This design comes from an exercise in tuning for small area and a short achievable clock period on the open sky130 flow, not from production work.
Only simulation tests tie the RTL to the original design; equivalence was not proved.

<file path="config.mk">
export PLATFORM = sky130hd
export DESIGN_NAME = til_lane_unit
export DESIGN_NICKNAME = til_lane_unit
export VERILOG_FILES = /design/flow/design.v
export SDC_FILE = /design/flow/constraint.sdc
export NUM_CORES = 8
export LEC_CHECK = 0
export CAP_MARGIN = 20
export CORE_MARGIN = 2
export CORE_UTILIZATION = 35
export PLACE_DENSITY = 0.42
export SLEW_MARGIN = 20
</file>
<file path="constraint.sdc">
create_clock -name core_clock -period 18.0 [get_ports {clk}]
set_input_delay 3.6000 -clock core_clock [delete_from_list [all_inputs] [get_ports {clk}]]
set_output_delay 3.6000 -clock core_clock [all_outputs]
set_load 0.01 [all_outputs]
</file>
<file path="design.v">
module til_lane (
    input             clk,
    input             rst,
    input             batch_start,
    input             flag_clr,
    input             exec,
    input      [5:0]  opc,
    input      [2:0]  v,
    input      [8:0]  bfld,
    input      [17:0] a,
    input      [17:0] b,
    input             a_end,
    input             assigned,
    output reg        p,
    output reg [3:0]  flags,
    output reg        wr_en,
    output reg [17:0] wr_data
);
    localparam OP_FLAGRD  = 6'h0A, OP_FLAGCLR = 6'h0B;
    localparam OP_MAC     = 6'h10, OP_MSU     = 6'h11, OP_MUL    = 6'h12;
    localparam OP_ACCLD   = 6'h13, OP_ACCADD  = 6'h14, OP_NARROW = 6'h15;
    localparam OP_ADD     = 6'h16, OP_SUB     = 6'h17, OP_NEG    = 6'h18;
    localparam OP_ABS     = 6'h19, OP_MIN     = 6'h1A, OP_MAX    = 6'h1B;
    localparam OP_SHL     = 6'h1C, OP_SHR     = 6'h1D, OP_CONV   = 6'h1E;
    localparam OP_MOV     = 6'h1F, OP_AND     = 6'h20, OP_OR     = 6'h21;
    localparam OP_XOR     = 6'h22, OP_SEL     = 6'h23, OP_CMPS   = 6'h24;
    localparam OP_CMPU    = 6'h25, OP_CMPSA   = 6'h26, OP_CMPUA  = 6'h27;
    localparam OP_SETP    = 6'h28;
    localparam FL_ACC = 0, FL_NARROW = 1, FL_ALU = 2, FL_INPUT = 3;
    localparam signed [63:0] ACC_MAX = 64'sh000001FFFFFFFFFF;    
    localparam signed [63:0] ACC_MIN = -64'sh0000020000000000;   
    reg signed [41:0] acc0, acc1;
    function [42:0] sat_acc;    
        input signed [63:0] x;
        begin
            if (x > ACC_MAX)      sat_acc = {1'b1, ACC_MAX[41:0]};
            else if (x < ACC_MIN) sat_acc = {1'b1, ACC_MIN[41:0]};
            else                  sat_acc = {1'b0, x[41:0]};
        end
    endfunction
    function [18:0] sat18;      
        input signed [47:0] x;
        input               sgn;
        begin
            if (sgn) begin
                if (x > 48'sd131071)       sat18 = {1'b1, 18'h1FFFF};
                else if (x < -48'sd131072) sat18 = {1'b1, 18'h20000};
                else                       sat18 = {1'b0, x[17:0]};
            end else begin
                if (x > 48'sd262143)       sat18 = {1'b1, 18'h3FFFF};
                else if (x < 48'sd0)       sat18 = {1'b1, 18'h00000};
                else                       sat18 = {1'b0, x[17:0]};
            end
        end
    endfunction
    wire always_op = (opc == OP_SEL)  || (opc == OP_CMPS)  || (opc == OP_CMPU) ||
                     (opc == OP_CMPSA) || (opc == OP_CMPUA) || (opc == OP_SETP);
    wire en = exec && (p || always_op);
    wire signed [41:0] acc_cur = v[2] ? acc1 : acc0;
    wire signed [18:0] a_mul = {v[1] & a[17], a};
    wire signed [18:0] b_mul = {v[0] & b[17], b};
    wire signed [37:0] prod  = a_mul * b_mul;
    wire signed [63:0] mac_sum = acc_cur + prod;
    wire signed [63:0] msu_sum = acc_cur - prod;
    wire [42:0] mac_res = sat_acc(mac_sum);
    wire [42:0] msu_res = sat_acc(msu_sum);
    wire [42:0] mul_res = sat_acc(prod);
    wire [5:0]         k      = bfld[5:0];
    wire signed [63:0] a_ld   = a_mul;
    wire signed [63:0] a_sh   = a_ld <<< k;
    wire signed [63:0] ladd   = acc_cur + a_sh;
    wire [42:0] accld_res  = sat_acc(a_sh);
    wire [42:0] accadd_res = sat_acc(ladd);
    wire [5:0]         nshift  = bfld[5:0];
    wire signed [41:0] nq      = acc_cur >>> nshift;
    wire [41:0]        nmask   = (42'd1 << nshift) - 42'd1;
    wire [41:0]        nlow    = acc_cur & nmask;
    wire [41:0]        nhalf   = (nshift == 6'd0) ? 42'd0 : (42'd1 << (nshift - 6'd1));
    wire               n_rne   = !v[1];
    wire               n_up    = n_rne && (nshift != 6'd0) &&
                                 ((nlow > nhalf) || ((nlow == nhalf) && nq[0]));
    wire signed [47:0] nround  = nq + $signed({47'd0, n_up});
    wire [18:0]        narrow_res = sat18(nround, v[0]);
    wire               sg   = v[0];
    wire signed [47:0] ax   = sg ? {{30{a[17]}}, a} : {30'd0, a};
    wire signed [47:0] bx   = sg ? {{30{b[17]}}, b} : {30'd0, b};
    wire signed [47:0] as_x = {{30{a[17]}}, a};
    wire [18:0] add_res = sat18(ax + bx, sg);
    wire [18:0] sub_res = sat18(ax - bx, sg);
    wire [18:0] neg_res = sat18(-as_x, 1'b1);
    wire [18:0] abs_res = sat18(as_x[47] ? -as_x : as_x, 1'b1);
    wire [4:0]  sn      = bfld[4:0];
    wire [18:0] shl_res = sat18(ax <<< sn, sg);
    wire [17:0] shr_res = sg ? ($signed(a) >>> sn) : (a >> sn);
    wire signed [47:0] cx = v[1] ? {{30{a[17]}}, a} : {30'd0, a};
    wire [18:0] conv_res = sat18(cx, v[0]);
    wire        lt_ab   = ax < bx;
    wire [17:0] min_res = lt_ab ? a : b;
    wire [17:0] max_res = lt_ab ? b : a;
    wire               cmp_sg = (opc == OP_CMPS) || (opc == OP_CMPSA);
    wire signed [47:0] cax = cmp_sg ? {{30{a[17]}}, a} : {30'd0, a};
    wire signed [47:0] cbx = cmp_sg ? {{30{b[17]}}, b} : {30'd0, b};
    reg                cond;
    always @(*) begin
        case (v)
            3'b000:  cond = (cax == cbx);
            3'b001:  cond = (cax != cbx);
            3'b010:  cond = (cax <  cbx);
            3'b011:  cond = (cax <= cbx);
            3'b100:  cond = (cax >  cbx);
            default: cond = (cax >= cbx);
        endcase
    end
    reg        d_we;
    reg [17:0] d_val;
    reg        acc_we;
    reg [41:0] acc_val;
    reg [3:0]  fl_set;
    reg [3:0]  fl_clr;
    reg        p_next;
    always @(*) begin
        d_we    = 1'b0;
        d_val   = 18'd0;
        acc_we  = 1'b0;
        acc_val = 42'd0;
        fl_set  = 4'd0;
        fl_clr  = 4'd0;
        p_next  = p;
        case (opc)
            OP_MAC:    begin acc_we = 1'b1; acc_val = mac_res[41:0];    fl_set[FL_ACC] = mac_res[42];    end
            OP_MSU:    begin acc_we = 1'b1; acc_val = msu_res[41:0];    fl_set[FL_ACC] = msu_res[42];    end
            OP_MUL:    begin acc_we = 1'b1; acc_val = mul_res[41:0];    fl_set[FL_ACC] = mul_res[42];    end
            OP_ACCLD:  begin acc_we = 1'b1; acc_val = accld_res[41:0];  fl_set[FL_ACC] = accld_res[42];  end
            OP_ACCADD: begin acc_we = 1'b1; acc_val = accadd_res[41:0]; fl_set[FL_ACC] = accadd_res[42]; end
            OP_NARROW: begin d_we = 1'b1; d_val = narrow_res[17:0]; fl_set[FL_NARROW] = narrow_res[18]; end
            OP_ADD:    begin d_we = 1'b1; d_val = add_res[17:0];  fl_set[FL_ALU] = add_res[18];  end
            OP_SUB:    begin d_we = 1'b1; d_val = sub_res[17:0];  fl_set[FL_ALU] = sub_res[18];  end
            OP_NEG:    begin d_we = 1'b1; d_val = neg_res[17:0];  fl_set[FL_ALU] = neg_res[18];  end
            OP_ABS:    begin d_we = 1'b1; d_val = abs_res[17:0];  fl_set[FL_ALU] = abs_res[18];  end
            OP_SHL:    begin d_we = 1'b1; d_val = shl_res[17:0];  fl_set[FL_ALU] = shl_res[18];  end
            OP_CONV:   begin d_we = 1'b1; d_val = conv_res[17:0]; fl_set[FL_ALU] = conv_res[18]; end
            OP_SHR:    begin d_we = 1'b1; d_val = shr_res; end
            OP_MIN:    begin d_we = 1'b1; d_val = min_res; end
            OP_MAX:    begin d_we = 1'b1; d_val = max_res; end
            OP_MOV:    begin d_we = 1'b1; d_val = a; end
            OP_AND:    begin d_we = 1'b1; d_val = a & b; end
            OP_OR:     begin d_we = 1'b1; d_val = a | b; end
            OP_XOR:    begin d_we = 1'b1; d_val = a ^ b; end
            OP_SEL:    begin d_we = 1'b1; d_val = p ? a : b; end
            OP_FLAGRD: begin d_we = 1'b1; d_val = {14'd0, flags}; end
            OP_FLAGCLR: fl_clr = bfld[3:0];
            OP_CMPS, OP_CMPU:   p_next = cond;
            OP_CMPSA, OP_CMPUA: p_next = p && cond;
            OP_SETP: begin
                case (v[1:0])
                    2'b00: p_next = 1'b1;
                    2'b01: p_next = !p;
                    2'b10: p_next = 1'b0;
                    2'b11: p_next = assigned;
                endcase
            end
            default: ;
        endcase
        fl_set[FL_INPUT] = a_end;
    end
    always @(posedge clk) begin
        if (rst) begin
            acc0    <= 42'd0;
            acc1    <= 42'd0;
            p       <= 1'b1;
            flags   <= 4'd0;
            wr_en   <= 1'b0;
            wr_data <= 18'd0;
        end else if (batch_start) begin
            acc0    <= 42'd0;
            acc1    <= 42'd0;
            p       <= 1'b1;
            flags   <= flag_clr ? 4'd0 : flags;
            wr_en   <= 1'b0;
        end else begin
            wr_en <= en && d_we;
            if (en && d_we)
                wr_data <= d_val;
            if (en && acc_we) begin
                if (v[2]) acc1 <= acc_val;
                else      acc0 <= acc_val;
            end
            if (en)
                p <= p_next;
            if (flag_clr)
                flags <= 4'd0;
            else if (en)
                flags <= (flags & ~fl_clr) | fl_set;
        end
    end
endmodule
module til_lane_unit #(
    parameter LANES = 4
) (
    input                    clk,
    input                    rst,
    input                    issue,
    input  [35:0]            instr,
    input  [LANES*18-1:0]    opa,
    input  [LANES*18-1:0]    opb,
    input  [LANES-1:0]       a_end,
    input  [LANES-1:0]       assigned,
    input                    batch_start,
    input                    flag_clr,
    output [LANES-1:0]       wr_en,
    output [LANES*18-1:0]    wr_data,
    output [LANES-1:0]       pred,
    output [LANES*4-1:0]     flags,
    output reg               trap,
    output reg [3:0]         trap_code
);
    localparam TRAP_ILLEGAL_OP = 4'd1;
    localparam TRAP_RESERVED   = 4'd2;
    wire [5:0] opc  = instr[35:30];
    wire [2:0] v    = instr[29:27];
    wire [8:0] dfld = instr[26:18];
    wire [8:0] afld = instr[17:9];
    wire [8:0] bfld = instr[8:0];
    wire v_zero = (v == 3'd0);
    wire d_zero = (dfld == 9'd0);
    wire a_zero = (afld == 9'd0);
    wire b_zero = (bfld == 9'd0);
    reg lane_op;
    reg undefined;
    reg bad_field;
    always @(*) begin
        lane_op   = 1'b0;
        undefined = 1'b0;
        bad_field = 1'b0;
        case (opc)
            6'h00: begin                                    
                lane_op   = 1'b1;
                bad_field = !(v_zero && d_zero && a_zero && b_zero);
            end
            6'h01, 6'h02, 6'h03, 6'h04, 6'h05, 6'h06, 6'h07,
            6'h08, 6'h09, 6'h0C, 6'h0D,
            6'h29, 6'h2A, 6'h2B, 6'h2C: ;                   
            6'h0A: begin                                    
                lane_op   = 1'b1;
                bad_field = !(v_zero && a_zero && b_zero);
            end
            6'h0B: begin                                    
                lane_op   = 1'b1;
                bad_field = !(v_zero && d_zero && a_zero && bfld[8:4] == 5'd0);
            end
            6'h10, 6'h11, 6'h12: begin                      
                lane_op   = 1'b1;
                bad_field = !d_zero;
            end
            6'h13, 6'h14: begin                             
                lane_op   = 1'b1;
                bad_field = v[0] || !d_zero || bfld[8:6] != 3'd0 || bfld[5:0] > 6'd41;
            end
            6'h15: begin                                    
                lane_op   = 1'b1;
                bad_field = !a_zero || bfld[8:6] != 3'd0 || bfld[5:0] > 6'd41;
            end
            6'h16, 6'h17, 6'h1A, 6'h1B: begin               
                lane_op   = 1'b1;
                bad_field = v[2:1] != 2'd0;
            end
            6'h18, 6'h19: begin                             
                lane_op   = 1'b1;
                bad_field = v != 3'b001 || !b_zero;
            end
            6'h1C, 6'h1D: begin                             
                lane_op   = 1'b1;
                bad_field = v[2:1] != 2'd0 || bfld[8:5] != 4'd0 || bfld[4:0] > 5'd17;
            end
            6'h1E: begin                                    
                lane_op   = 1'b1;
                bad_field = v[2] || !b_zero;
            end
            6'h1F: begin                                    
                lane_op   = 1'b1;
                bad_field = !v_zero || !b_zero;
            end
            6'h20, 6'h21, 6'h22, 6'h23: begin               
                lane_op   = 1'b1;
                bad_field = !v_zero;
            end
            6'h24, 6'h25, 6'h26, 6'h27: begin               
                lane_op   = 1'b1;
                bad_field = v[2:1] == 2'b11 || !d_zero;
            end
            6'h28: begin                                    
                lane_op   = 1'b1;
                bad_field = v[2] || !d_zero || !a_zero || !b_zero;
            end
            default: undefined = 1'b1;                      
        endcase
    end
    wire take  = issue && !batch_start;
    wire exec  = take && lane_op && !bad_field;
    always @(posedge clk) begin
        if (rst) begin
            trap      <= 1'b0;
            trap_code <= 4'd0;
        end else begin
            trap <= take && (undefined || (lane_op && bad_field));
            if (take && undefined)
                trap_code <= TRAP_ILLEGAL_OP;
            else if (take && lane_op && bad_field)
                trap_code <= TRAP_RESERVED;
        end
    end
    genvar l;
    generate
        for (l = 0; l < LANES; l = l + 1) begin : g_lane
            til_lane u_lane (
                .clk        (clk),
                .rst        (rst),
                .batch_start(batch_start),
                .flag_clr   (flag_clr),
                .exec       (exec),
                .opc        (opc),
                .v          (v),
                .bfld       (bfld),
                .a          (opa[l*18 +: 18]),
                .b          (opb[l*18 +: 18]),
                .a_end      (a_end[l]),
                .assigned   (assigned[l]),
                .p          (pred[l]),
                .flags      (flags[l*4 +: 4]),
                .wr_en      (wr_en[l]),
                .wr_data    (wr_data[l*18 +: 18])
            );
        end
    endgenerate
endmodule
</file>
<file path="run.sh">
#!/bin/bash
# synth_recipe.tcl (not shown) runs the flow's synth.tcl, then flattens the netlist and writes it again
# the make line also repeats each setting of config.mk as NAME=value (left out here)
make -C /OpenROAD-flow-scripts/flow DESIGN_CONFIG=/design/flow/config.mk WORK_HOME=/design/flow/orfs CLKGATE_MAP_FILE= SYNTH_SCRIPT=/design/flow/synth_recipe.tcl finish
</file>
==> summary.md <==
| Metric | Value |
|---|---|
| Max capacitance violation total | `0` |
| Final setup vio count | `0` |
| Final Critical Period | `16.43 ns` |
| CTS tree | `done` |
| CP startpoint | `opa[9]` |
| Synth Warn # | `2` |
| Non-Filler Instances | `29200` |
| Via Count | `192000` |
| Root Buffer Master | `clkbuf_16` |
| Mapped Cells | `23000` |
| Number of DRC markers in iteration 0 | `26700` |
| Inst Count DP | `29000` |
| Chip width | `706 µm` |
| Largest net degree at the start of global routing | `125` |
| Status | `no timing/DRC/antenna violations` |
| Final wirelength | `1120000 µm` |
| Final worst setup slack | `1.57 ns` |
| Post-Synth XOR/XNOR Area | `4.14%` |
| Endpoint type of the worst setup path | `flip-flop` |
| CTS max path bufs | `4` |
| Final Slew Violations | `0` |
| Hold-fix buffers, CTS | `0` |
| Setup TNS | `0 ns` |
| Initial antenna violation count | `164` |
| Yosys cell types | `128` |
| DR WL/cell | `38.3 µm` |
| Adder-cell share of the synthesized area | `28.9%` |
| DRT Pass-1 Iters | `9` |
| Worst-path maximum fanout | `15` |
| Synth Cell Area | `173000 µm²` |
| Ys async rst share | `0%` |
| Remaining global-route overflow | `0` |
| Critical Path AT | `17.14 ns` |
| Initial Util | `35.2%` |
| Register area | `8710 µm²` |
| First-pass GRT wire length | `1520000 µm` |
| H-tree levels | `3` |
| Final hold vios | `0` |
| Portion of netlist area occupied by mux cells | `9.34%` |
| Core area | `490000 µm²` |
| Vias in the first global route | `180000` |
| Crit path to | `g_lane[0].u_lane.acc1[34]` |
| Antenna viol nets, final | `0` |
| Critical path's slowest cell | `clkdlybuf4s50_1` |
| Hpwl dp | `896000 µm` |
| EDFF count, synth | `0` |
| F_max | `60.8 MHz` |
| Worst flop-to-flop path endpoint | `g_lane[0].u_lane.wr_data[16]` |
| CP max stage delay | `1.05 ns` |
| Largest family of logic cells by synthesized area | `adder cells` |
| Min-Delay Path Class | `reg -> reg` |
| RSZ-0062 raised after global routing | `false` |
| Num Clock Sinks | `435` |
| Routability cong. | `1.08` |
| Req. time, crit path | `18.71 ns` |
| Fin crit share | `91.3%` |
| Total GRT Usage | `43.2%` |
| Nets@finish | `25900` |
| Vias/cell | `6.56` |
| Pre-CTS WS | `0.848 ns` |
| Area of the multi-input gates | `149000 µm²` |
| DRC | `0` |
| Reg clk slew, reported paths | `0.06 ns` |
| # resized after CTS | `0` |
| Seq/Total Area, Yosys | `5.05%` |
| Layout cell share with drive strength beyond 1 | `8.59%` |
| Ports | `294` |
| # fillers | `52400` |
| Critical path class | `in -> reg` |
| Post-synthesis compound-gate area fraction | `25.3%` |
| Post-layout util | `38.0%` |
| Synth Register Bits | `435` |
| CP most frequent cell | `inv_1` |
| Setup Fix Bufs, Post-CTS | `0` |
| Crit Reg-Reg Startpoint | `g_lane[0].u_lane.acc1[38]` |
| Least-Margin Pin Slew | `1.35 ns` |
| Synth Area in Simple Gates | `18.3%` |
| Worst-case reg-to-reg path depth | `22` |
| Reg2Reg Setup Slack | `8.53 ns` |
| Relative slew slack | `9.73%` |
| Syn_area_per_cell | `7.49 µm²` |
| Ys flop type | `dfxtp_1` |
| Clock Skews | `0.0785 ns` |
| Skew-Pair Late Insertion Delay | `0.91 ns` |
| Area Growth Syn to Fin | `7.95%` |
| Die H | `706 µm` |
| DIE AREA | `499000 µm²` |
| I/O Buffers | `291` |
| CTS buffer count | `70` |
| FP Rows | `257` |
| Startpoint types | `input port` |
[cell usage in the layout, fill, tap and decap left out, drive strengths merged, types with 197 or more instances in the layout]
master,netlist,layout
nand2,2085,2085
xor2,236,236
o21bai,250,250
nand3,323,323
buf,405,783
nor2,2427,2427
clkdlybuf4s50,0,268
mux4,360,360
fa,1496,1496
nand4,288,288
dfxtp,435,435
o21ai,1614,1614
mux2,264,264
a31oi,223,223
nor3,430,430
a21oi,1893,1893
nand2b,197,197
a211oi,236,236
mux2i,498,498
a21o,498,498
o22ai,202,202
inv,2296,2303
nor4,302,302
ha,1589,1589
xnor2,580,580
[layout make-up]
| cell class | count | share of cell area, % |
|---|---|---|
| diodes | 102 | 0.137 |
| inverters | 2336 | 4.72 |
| well taps | 6475 | 4.35 |
| clock inverters | 32 | 0.228 |
| clock buffers | 87 | 1.06 |
| flip-flops and latches | 435 | 4.68 |
| repair buffers | 1051 | 4.70 |
| multi-input cells | 18700 | 80.1 |
[flip-flops by register name, summed over array words and instances, names as in the netlist]
name / count
g_lane.u_lane.wr_en: 4
trap_code: 2
g_lane.u_lane.acc0: 168
trap: 1
g_lane.u_lane.flags: 16
g_lane.u_lane.p: 4
g_lane.u_lane.wr_data: 72
g_lane.u_lane.acc1: 168
[cells in the mapped netlist (93+ instances only)]
master / number / area, µm²
nor2_1: 2425 / 9100
inv_1: 2281 / 8560
nand2_1: 2084 / 7820
a21oi_1: 1892 / 9470
o21ai_0: 1590 / 7960
ha_1: 1589 / 19900
fa_1: 1496 / 29900
clkbuf_1: 1165 / 4370
xnor2_1: 580 / 5080
mux2i_1: 498 / 4980
a21o_1: 497 / 3730
dfxtp_1: 435 / 8710
nor3_1: 428 / 2140
mux4_2: 348 / 7840
nand3_1: 322 / 1610
nor4_1: 292 / 1830
nand4_1: 285 / 1780
mux2_2: 263 / 2960
o21bai_1: 250 / 1880
a211oi_1: 236 / 1770
xor2_1: 236 / 2070
a31oi_1: 223 / 1400
buf_1: 211 / 792
o22ai_1: 202 / 1260
nand2b_1: 196 / 1230
nor2b_1: 178 / 1110
a221oi_1: 167 / 1460
and2_1: 151 / 945
o21a_1: 148 / 1110
a22oi_1: 145 / 1090
o221ai_1: 144 / 1260
and3_1: 128 / 801
o211ai_1: 127 / 953
a221o_1: 122 / 1220
o31ai_1: 103 / 773
buf_2: 96 / 480
or3_1: 93 / 582
[through the flow]
step | hold slack [ns] | instance area (µm²)
after floorplan | 0.493 | 173000
after global placement | 0.482 | 183000
after detailed placement | 0.485 | 184000
after CTS | 0.502 | 186000
after global routing | 0.526 | 186000
final | 0.504 | 186000
[per-layer routing]
layer	global-route usage [%]	up-vias	share of wire [%]
met5	0	-	0.054
met4	31.2	82	8.6
met3	12.0	2775	11
met2	61.0	12100	40
met1	56.1	95900	40
li1	-	80900	-
[worst min path at each step]
| stage | startpoint | to | slack (ns) | depth (start not counted) |
|---|---|---|---|---|
| after floorplan | g_lane[2].u_lane.acc0[41] | g_lane[2].u_lane.acc0[41] | 0.49 | 2 |
| after detailed placement | trap_code[0] | trap_code[0] | 0.49 | 2 |
| after CTS | trap_code[0] | trap_code[0] | 0.50 | 2 |
| after global placement | trap_code[0] | trap_code[0] | 0.48 | 2 |
| final | g_lane[0].u_lane.wr_data[6] | g_lane[0].u_lane.wr_data[6] | 0.50 | 1 |
| after global routing | g_lane[0].u_lane.wr_data[6] | g_lane[0].u_lane.wr_data[6] | 0.53 | 1 |
[worst max-delay path: cells and delay by family]
kind            cells  cell delay, ns
compound gates     15            4.56
fa+ha+maj           9            3.94
buf+inv             9            2.45
simple gates        5            1.59
xor+xnor            1            0.62
mux                 1            0.33
[cells by family after synthesis]
group	after synthesis
adders and majority gates	3087
xor gates and xnor gates	816
other	1
and+or+nand+nor	6913
AOI/OAI and AO/OA	6762
muxes	1122
DFF	435
buffers and inverters	3907

## re-timing with driven ports
No port has a modelled driver above. Below, the same layout with a new extraction and two added sets of constraints. Step 1: set_driving_cell puts a clkbuf_16 on clk and a buf_2 on each other input, an assumption about the parent block. Step 2 adds t to the input delays and takes it off the output delays; t is the mean of the earliest and latest rising clock arrival at the registers after step 1. Input paths then give back, and output paths get back, about the clock's delay inside the block. a / b / c = no drivers / after step 1 / after step 2; a / b = the first two.
shift t [ns]: 0.996
setup slack, ns: 1.566 / 1.582 / 0.586
clock arrival spread, ns: 0.107 / 0.107
After both steps this run still meets setup and hold. The setup slack of this run moves by +0.016 ns with the drivers and by -0.980 ns with both steps.
